Context: an optimization exercise on an open-source flow, tuned for small area, a short achievable clock period and few clock cycles per item. The choices shown serve that exercise and are no tape-out recipe. The RTL was checked by simulation tests, not by an equivalence proof against the original design.

==> design/flow/design.v <==
module iris4_scale (
    input  wire [30:0] amax,
    output reg  [7:0]  scale
);
    wire [7:0]  ex = amax[30:23];
    wire [22:0] fr = amax[22:0];
    reg signed [9:0] e;
    reg        [1:0] f;
    always @* begin
        if (fr <= 23'h100000) begin
            e = $signed({2'b00, ex}) - 10'sd90;
            f = 2'd2;
        end else if (fr <= 23'h280000) begin
            e = $signed({2'b00, ex}) - 10'sd90;
            f = 2'd3;
        end else if (fr <= 23'h400000) begin
            e = $signed({2'b00, ex}) - 10'sd89;
            f = 2'd0;
        end else if (fr <= 23'h700000) begin
            e = $signed({2'b00, ex}) - 10'sd89;
            f = 2'd1;
        end else begin
            e = $signed({2'b00, ex}) - 10'sd89;
            f = 2'd2;
        end
        if (ex == 8'd0 || e < 0 || (e == 0 && f == 2'd0))
            scale = 8'h01;
        else
            scale = {e[5:0], f};
    end
endmodule
module iris4_quant (
    input  wire [31:0] x,
    input  wire [15:0] draw,      
    input  wire [7:0]  scale,
    input  wire [1:0]  rnd,       
    output reg  [3:0]  code
);
    localparam RNE = 2'd0, RTZ = 2'd1, RSTO = 2'd2;
    wire        sgn = x[31];
    wire [7:0]  xe  = x[30:23];
    wire [22:0] xf  = x[22:0];
    wire [23:0] M   = (xe == 8'd0) ? {1'b0, xf} : {1'b1, xf};
    wire [7:0]  exe = (xe == 8'd0) ? 8'd1 : xe;
    wire [2:0]  D   = {1'b1, scale[1:0]};
    wire signed [10:0] rs = $signed({5'd0, scale[7:2]}) - $signed({3'd0, exe}) + 11'sd91;
    reg  [23:0] N;
    reg         st_sh;            
    reg  [19:0] Q;
    reg  [3:0]  R;
    reg         sticky;
    reg  [1:0]  keep;
    reg  [15:0] disc;             
    reg         st_lo;            
    reg signed [1:0] u;           
    reg signed [11:0] d;          
    reg  [4:0]  k;
    reg  [15:0] rmask;
    reg  [16:0] sum;
    reg         up;
    reg  [2:0]  kr;
    reg  [3:0]  halves;           
    reg  [2:0]  mag;
    integer i;
    always @* begin
        if (rs <= 0) begin
            N     = M;
            st_sh = 1'b0;
        end else if (rs >= 24) begin
            N     = 24'd0;
            st_sh = |M;
        end else begin
            N     = M >> rs;
            st_sh = |(M & ((24'd1 << rs) - 24'd1));
        end
        R = 4'd0;
        Q = 20'd0;
        for (i = 23; i >= 0; i = i - 1) begin
            R = {R[2:0], N[i]};
            if (R >= {1'b0, D}) begin
                R = R - {1'b0, D};
                if (i < 20) Q[i] = 1'b1;
            end
        end
        sticky = st_sh | (R != 4'd0);
        if (Q < 20'h40000) begin
            u     = -2'sd1;
            keep  = Q[17:16];
            disc  = Q[15:0];
            st_lo = sticky;
        end else if (Q < 20'h80000) begin
            u     = 2'sd0;
            keep  = Q[18:17];
            disc  = Q[16:1];
            st_lo = sticky | Q[0];
        end else begin
            u     = 2'sd1;
            keep  = Q[19:18];
            disc  = Q[17:2];
            st_lo = sticky | (|Q[1:0]);
        end
        d = $signed({rs[10], rs}) + 12'sd19 + $signed({{10{u[1]}}, u});
        if (scale[1:0] != 2'd0 || d >= 16)
            k = 5'd16;
        else if (d <= 0)
            k = 5'd0;
        else
            k = d[4:0];
        rmask = (k == 5'd16) ? 16'hFFFF : ((16'd1 << k) - 16'd1);
        sum   = {1'b0, disc} + {1'b0, ((draw & rmask) << (5'd16 - k))};
        case (rnd)
            RNE:     up = (disc > 16'h8000) || (disc == 16'h8000 && (st_lo || keep[0]));
            RSTO:    up = sum[16];
            default: up = 1'b0;
        endcase
        kr = {1'b0, keep} + {2'b00, up};
        case (u)
            -2'sd1:  halves = {1'b0, kr};
            2'sd0:   halves = {kr, 1'b0};
            default: halves = {kr[1:0], 2'b00};
        endcase
        case (halves)
            4'd0:    mag = 3'd0;
            4'd1:    mag = 3'd1;
            4'd2:    mag = 3'd2;
            4'd3:    mag = 3'd3;
            4'd4:    mag = 3'd4;
            4'd6:    mag = 3'd5;
            4'd8:    mag = 3'd6;
            default: mag = 3'd7;
        endcase
        if (M == 24'd0 || mag == 3'd0)
            code = 4'h0;
        else
            code = {sgn, mag};
    end
endmodule
module iris4_packer (
    input  wire         clk,
    input  wire         rst,
    input  wire         in_valid,
    output wire         in_ready,
    input  wire [31:0]  in_data,
    input  wire [15:0]  in_draw,
    input  wire         in_last,
    input  wire [1:0]   in_rnd,
    input  wire         in_sat,
    input  wire         in_flush,
    output wire         out_valid,
    input  wire         out_ready,
    output wire [7:0]   out_scale,
    output wire [127:0] out_codes,
    output wire [5:0]   out_nsat,
    output wire [5:0]   out_nflush,
    output wire [5:0]   out_nnan
);
    localparam [30:0] LIMIT = 31'h4C90_0000;    
    localparam [1:0] S_COLLECT = 2'd0,
                     S_SCALE   = 2'd1,
                     S_QUANT   = 2'd2,
                     S_OUT     = 2'd3;
    reg  [1:0]   state;
    reg  [31:0]  buf_x [0:31];
    reg  [15:0]  buf_r [0:31];
    reg  [4:0]   cnt;            
    reg  [5:0]   n;              
    reg  [1:0]   rnd;
    reg          sat;
    reg          any_nan;
    reg          any_over;
    reg  [30:0]  amax;
    reg  [5:0]   n_nanin;
    reg  [5:0]   n_over;
    reg  [7:0]   scale;
    reg  [127:0] codes;
    reg  [5:0]   nsat;
    reg  [5:0]   nflush;
    reg  [5:0]   nnan;
    reg  [4:0]   idx;
    assign in_ready   = (state == S_COLLECT);
    assign out_valid  = (state == S_OUT);
    assign out_scale  = scale;
    assign out_codes  = codes;
    assign out_nsat   = nsat;
    assign out_nflush = nflush;
    assign out_nnan   = nnan;
    wire        in_sub   = (in_data[30:23] == 8'd0) && (in_data[22:0] != 23'd0);
    wire        in_flsh  = in_flush && in_sub;
    wire        in_isnan = (in_data[30:23] == 8'hFF) && (in_data[22:0] != 23'd0);
    wire        in_over  = !in_isnan && (in_data[30:0] > LIMIT);
    wire [30:0] in_mag   = in_isnan ? 31'd0 :
                           in_over  ? LIMIT :
                           in_flsh  ? 31'd0 : in_data[30:0];
    wire [31:0] in_elem  = in_flsh ? {in_data[31], 31'd0} : in_data;
    wire in_fire  = in_valid && in_ready;
    wire in_end   = in_last || (cnt == 5'd31);
    wire [7:0] scale_sel;
    iris4_scale u_scale (
        .amax  (amax),
        .scale (scale_sel)
    );
    wire [31:0] q_raw  = buf_x[idx];
    wire        q_over = (q_raw[30:0] > LIMIT);
    wire [31:0] q_x    = q_over ? {q_raw[31], LIMIT} : q_raw;
    wire [3:0]  q_code;
    iris4_quant u_quant (
        .x     (q_x),
        .draw  (buf_r[idx]),
        .scale (scale),
        .rnd   (rnd),
        .code  (q_code)
    );
    wire nan_block  = any_nan || (any_over && !sat);
    wire zero_block = (amax == 31'd0);
    integer j;
    always @(posedge clk) begin
        if (rst) begin
            state    <= S_COLLECT;
            cnt      <= 5'd0;
            any_nan  <= 1'b0;
            any_over <= 1'b0;
            amax     <= 31'd0;
            n_nanin  <= 6'd0;
            n_over   <= 6'd0;
            nflush   <= 6'd0;
            codes    <= 128'd0;
        end else begin
            case (state)
            S_COLLECT: begin
                if (in_fire) begin
                    buf_x[cnt] <= in_elem;
                    buf_r[cnt] <= in_draw;
                    rnd        <= in_rnd;
                    sat        <= in_sat;
                    if (in_isnan)       any_nan  <= 1'b1;
                    if (in_over)        any_over <= 1'b1;
                    if (in_mag > amax)  amax     <= in_mag;
                    n_nanin <= n_nanin + {5'd0, in_isnan};
                    n_over  <= n_over  + {5'd0, in_over};
                    nflush  <= nflush  + {5'd0, in_flsh};
                    if (in_end) begin
                        n     <= {1'b0, cnt} + 6'd1;
                        state <= S_SCALE;
                    end else begin
                        cnt <= cnt + 5'd1;
                    end
                end
            end
            S_SCALE: begin
                idx <= 5'd0;
                if (nan_block) begin
                    scale <= 8'hFF;
                    nsat  <= 6'd0;
                    nnan  <= n - n_nanin;
                    for (j = 0; j < 32; j = j + 1)
                        if (j < n) codes[4*j +: 4] <= 4'h8;
                    state <= S_OUT;
                end else if (zero_block) begin
                    scale <= 8'h00;
                    nsat  <= 6'd0;
                    nnan  <= 6'd0;
                    state <= S_OUT;
                end else begin
                    scale <= scale_sel;
                    nsat  <= n_over;
                    nnan  <= 6'd0;
                    state <= S_QUANT;
                end
            end
            S_QUANT: begin
                codes[4*idx +: 4] <= q_code;
                idx <= idx + 5'd1;
                if ({1'b0, idx} == n - 6'd1)
                    state <= S_OUT;
            end
            S_OUT: begin
                if (out_ready) begin
                    state    <= S_COLLECT;
                    cnt      <= 5'd0;
                    any_nan  <= 1'b0;
                    any_over <= 1'b0;
                    amax     <= 31'd0;
                    n_nanin  <= 6'd0;
                    n_over   <= 6'd0;
                    nflush   <= 6'd0;
                    codes    <= 128'd0;
                end
            end
            endcase
        end
    end
endmodule
==> design/flow/run.sh <==
#!/bin/bash
# synth_recipe.tcl (not shown) runs the flow's synth.tcl, then flattens the netlist and writes it again
# the make line also repeats each setting of config.mk as NAME=value (left out here)
make -C /OpenROAD-flow-scripts/flow DESIGN_CONFIG=/design/flow/config.mk WORK_HOME=/design/flow/orfs CLKGATE_MAP_FILE= SYNTH_SCRIPT=/design/flow/synth_recipe.tcl finish
==> design/flow/config.mk <==
export PLATFORM = sky130hd
export DESIGN_NAME = iris4_packer
export DESIGN_NICKNAME = iris4_packer
export VERILOG_FILES = /design/flow/design.v
export SDC_FILE = /design/flow/constraint.sdc
export NUM_CORES = 4
export LEC_CHECK = 0
export CAP_MARGIN = 20
export CORE_MARGIN = 2
export CORE_UTILIZATION = 40
export SLEW_MARGIN = 20
==> design/flow/constraint.sdc <==
create_clock -name core_clock -period 40.0 [get_ports {clk}]
set_input_delay 8.0000 -clock core_clock [delete_from_list [all_inputs] [get_ports {clk}]]
set_output_delay 8.0000 -clock core_clock [all_outputs]
set_load 0.01 [all_outputs]
==> run summary <==
## state kept, by name (all words and copies together), names as in the netlist, named ones only
signal    flops
buf_r       512
amax         31
state         2
idx           5
buf_x      1024
scale         8
n_over        6
codes       128
rnd           2
sat           1
any_over      1
nsat          6
n             6
nflush        6
cnt           5
any_nan       1
n_nanin       6
nnan          6
## cells in the final DEF, fill, tap and decap left out, types with 30 or more instances in the layout
cell type,Yosys,routed
a21oi_1,224,224
a22oi_1,197,196
clkinv_1,5,45
o22ai_1,44,44
edfxtp_1,1570,1570
clkbuf_16,0,186
mux4_2,331,331
nand3_1,75,75
nor2_1,423,388
o21ai_0,142,140
nand2_1,365,363
xnor2_1,33,32
nor3_1,68,66
nor2b_1,59,38
inv_1,146,146
buf_4,21,151
nand2b_1,43,42
and2_1,48,46
a211oi_1,64,62
nor2_4,0,35
clkdlybuf4s50_1,0,209
clkbuf_1,180,30
ha_1,159,158
mux2i_1,292,290
nand4_1,30,30
dfxtp_1,191,186
## layout make-up
cell class,instances,area [µm²]
multi-input cells,3137,27000
repair buffers,380,3580
fillers,17074,106000
inverters,155,582
well taps,2640,3300
flip-flops and latches,1761,51000
clock inverters,100,966
clock buffers,223,4830
diodes,9,22.5
## critical path: cells and delay by family (launching register included)
kind            cells  cell delay [ns]
compound gates     57            12.91
fa+ha+maj          27            10.75
buf+inv            22             2.63
flops               1             0.49
mux                10             3.31
simple gates       34             6.96
## worst max-delay path by stage
| stage | from | end | slack [ns] |
|---|---|---|---|
| global placement | flop | codes[71]$_SDFFE_PP0P_ | 1.03 |
| floorplan | flop | codes[23]$_SDFFE_PP0P_ | 4.89 |
| global route | flop | codes[85]$_SDFFE_PP0P_ | -0.06 |
| detailed placement | flop | codes[19]$_SDFFE_PP0P_ | -0.16 |
| CTS | flop | codes[105]$_SDFFE_PP0P_ | 0.004 |
| finish | flop | codes[3]$_SDFFE_PP0P_ | 2.72 |
## routing by layer
| metal | global-route usage [%] | up-vias | wire [µm] |
|---|---|---|---|
| met5 | 0 | - | 0 |
| met4 | 8.18 | 0 | 8630 |
| met3 | 3.09 | 374 | 13800 |
| met2 | 37.9 | 1768 | 115000 |
| met1 | 29.8 | 25602 | 94900 |
| li1 | - | 21449 | - |
## cell families after synthesis
logic type,after synthesis,synth area share (%)
flops,1761,64.3
simple gates,1261,7.39
compound gates,964,8.33
mux,663,13.7
buf+inv,441,2.43
fa+ha+maj,184,3.14
xor+xnor,61,0.674
## metrics by stage
step	std cells	TNS, ns	setup slack, ns
finish	8405	0	2.72
floorplan	5335	0	4.89
global placement	8041	0	1.03
detailed placement	8041	-3.31	-0.158
global route	8405	-0.517	-0.0566
CTS	8365	0	0.00421
## timing repair
action | CTS | global route
buffers inserted | 0 | 25
pin swaps | 0 | 6
gates resized for setup | 4 | 38
gates cloned | 1 | 4
setup endpoints to repair | 65 | 128
==> impl_metrics.toml <==
[layout]
final_cell_area_um2 = 91300
drive_above_1_share_pct = 16.6
syn2layout_area_growth_pct = 15.1
final_util_pct = 46.3
fin_nets = 5855

[clocking]
cts_buffers = 179
clock_tree.buffer_depth = 3
hold_buffers = 0
ctsRootBufferMaster = "clkbuf_16"
htree_levels = 4
clock_sinks = 1761
clock_latency_ns = 0.85
cts_tree = "done"
clk_pin_slew_worst_paths_ns = 0.06

[run_status]
status = "complete, no violations"

[floorplan]
start_util_pct = 40.2
dieWidth_um = 449
io_pins = 213
dieArea_um2 = 202000
die_h_um = 449
core_area_um2 = 197000
placementRows = 163

[logic_synthesis]
synth_top_area_share_pct = 59.5
avgSynthCellArea_um2 = 14.9
synth_cells = 5335
syn-num-nets = 5576
synth_edf_count = 1570
synthTopCellsByCount = "1,570 x edfxtp_1, 423 x nor2_1, 365 x nand2_1"
yosysUniqueCellTypes = 117
synth.ff_latch_count = 1761
syn_area_um2 = 79300
synth_area_leaders = "edfxtp_1 59%, mux4_2 9.4%, dfxtp_1 4.8%"
synthArstFlopShare_pct = 0
ys.flop_type = "edfxtp_1"
ys_seq_area_share_pct = 64.3
yosysMostFrequentCell = "edfxtp_1"
yosys_warnings = 3
synth_top_area_cell = "edfxtp_1"

[min_path]
hold_path_end = "amax[6]$_SDFFE_PP0P_"
worstHoldPathType = "reg2reg"
whs_path_depth = 2
min_from = "amax[6]$_SDFFE_PP0P_"

[critical_path]
r2r_setup_slack_ns = 2.72
critPathMaxStageDelay_ns = 0.60
start_kind = "flop"
crit_path_max_fanout = 24
worst_path_most_repeated_cell = "fa_1"
crit_slowest_cell = "or4_1"
rr_endpoint = "codes[3]$_SDFFE_PP0P_"
crit_path_end_kind = "flop"
rr_worst_depth = 150
cp.arrival_ns = 37.94
worst_ep_required_time_ns = 40.66
path_class = "reg2reg"

[grt]
grt_antenna_before_repair = 10
grt_overflow = 0
grt_pass1_wl_mm = 336
grt_pass1_vias = 48133
grtUsageTotal_pct = 22.5
grt_max_degree = 121

[sta]
hold_viol_final = 0
period_share_pct = 93.2
max_slew.worst_pin.slew_ns = 1.14
finalSetupViolCount = 0
maxSlewViolCount = 0
slew_headroom_pct = 23.7
hold_slack_ns = 0.466
fmax_mhz = 26.8
clock_skew_ns = 0.0453
min_period_ns = 37.28

[detailed_routing]
vias = 49193
drt-total-wl_mm = 232
first_pass_iters = 7
routed_via_density = 5.85
wl_per_cell_um = 27.7
ant_nets = 0
drc = 0
dr.first_iter.drc_count = 5163

[placed_design]
gpl.final_weighted_congestion = 0.924
dp_hpwl_mm = 141
post_dp_cell_area_um2 = 84800
port_buffers = 212

[job]
maxCapViolCount = 0
Testbench counts, summed over its fixed seeds: cycles 122,136, blocks 2,048.

separate check: timing with driven ports:
The results above use ideal ports. As a check the final layout listed here was re-extracted and re-timed, cells and wires unchanged. Step 1 sets driving cells, clkbuf_16 on the clock port and buf_2 on the other inputs (assumed; they add their load-dependent delay and slew). Step 2 adds t to the input delays and takes it off the output delays; t is the mean of the earliest and latest rising clock arrival at the registers after step 1. Input paths then give back, and output paths get back, about the clock's delay inside the block. Slacks: ideal ports / drivers / drivers and shift; pairs: ideal ports / drivers.
t, ns: 0.913
slack for setup (ns): 2.717 / 2.717 / 2.717
worst setup path after step 2: register to register
slew at the worst register clock pin (ns): 0.06 / 0.06
pins driven straight from the clock port: 1
After both steps setup and hold are still met in this run. For this run, drivers alone change the setup slack by 0.000 ns; drivers and shift together by 0.000 ns.
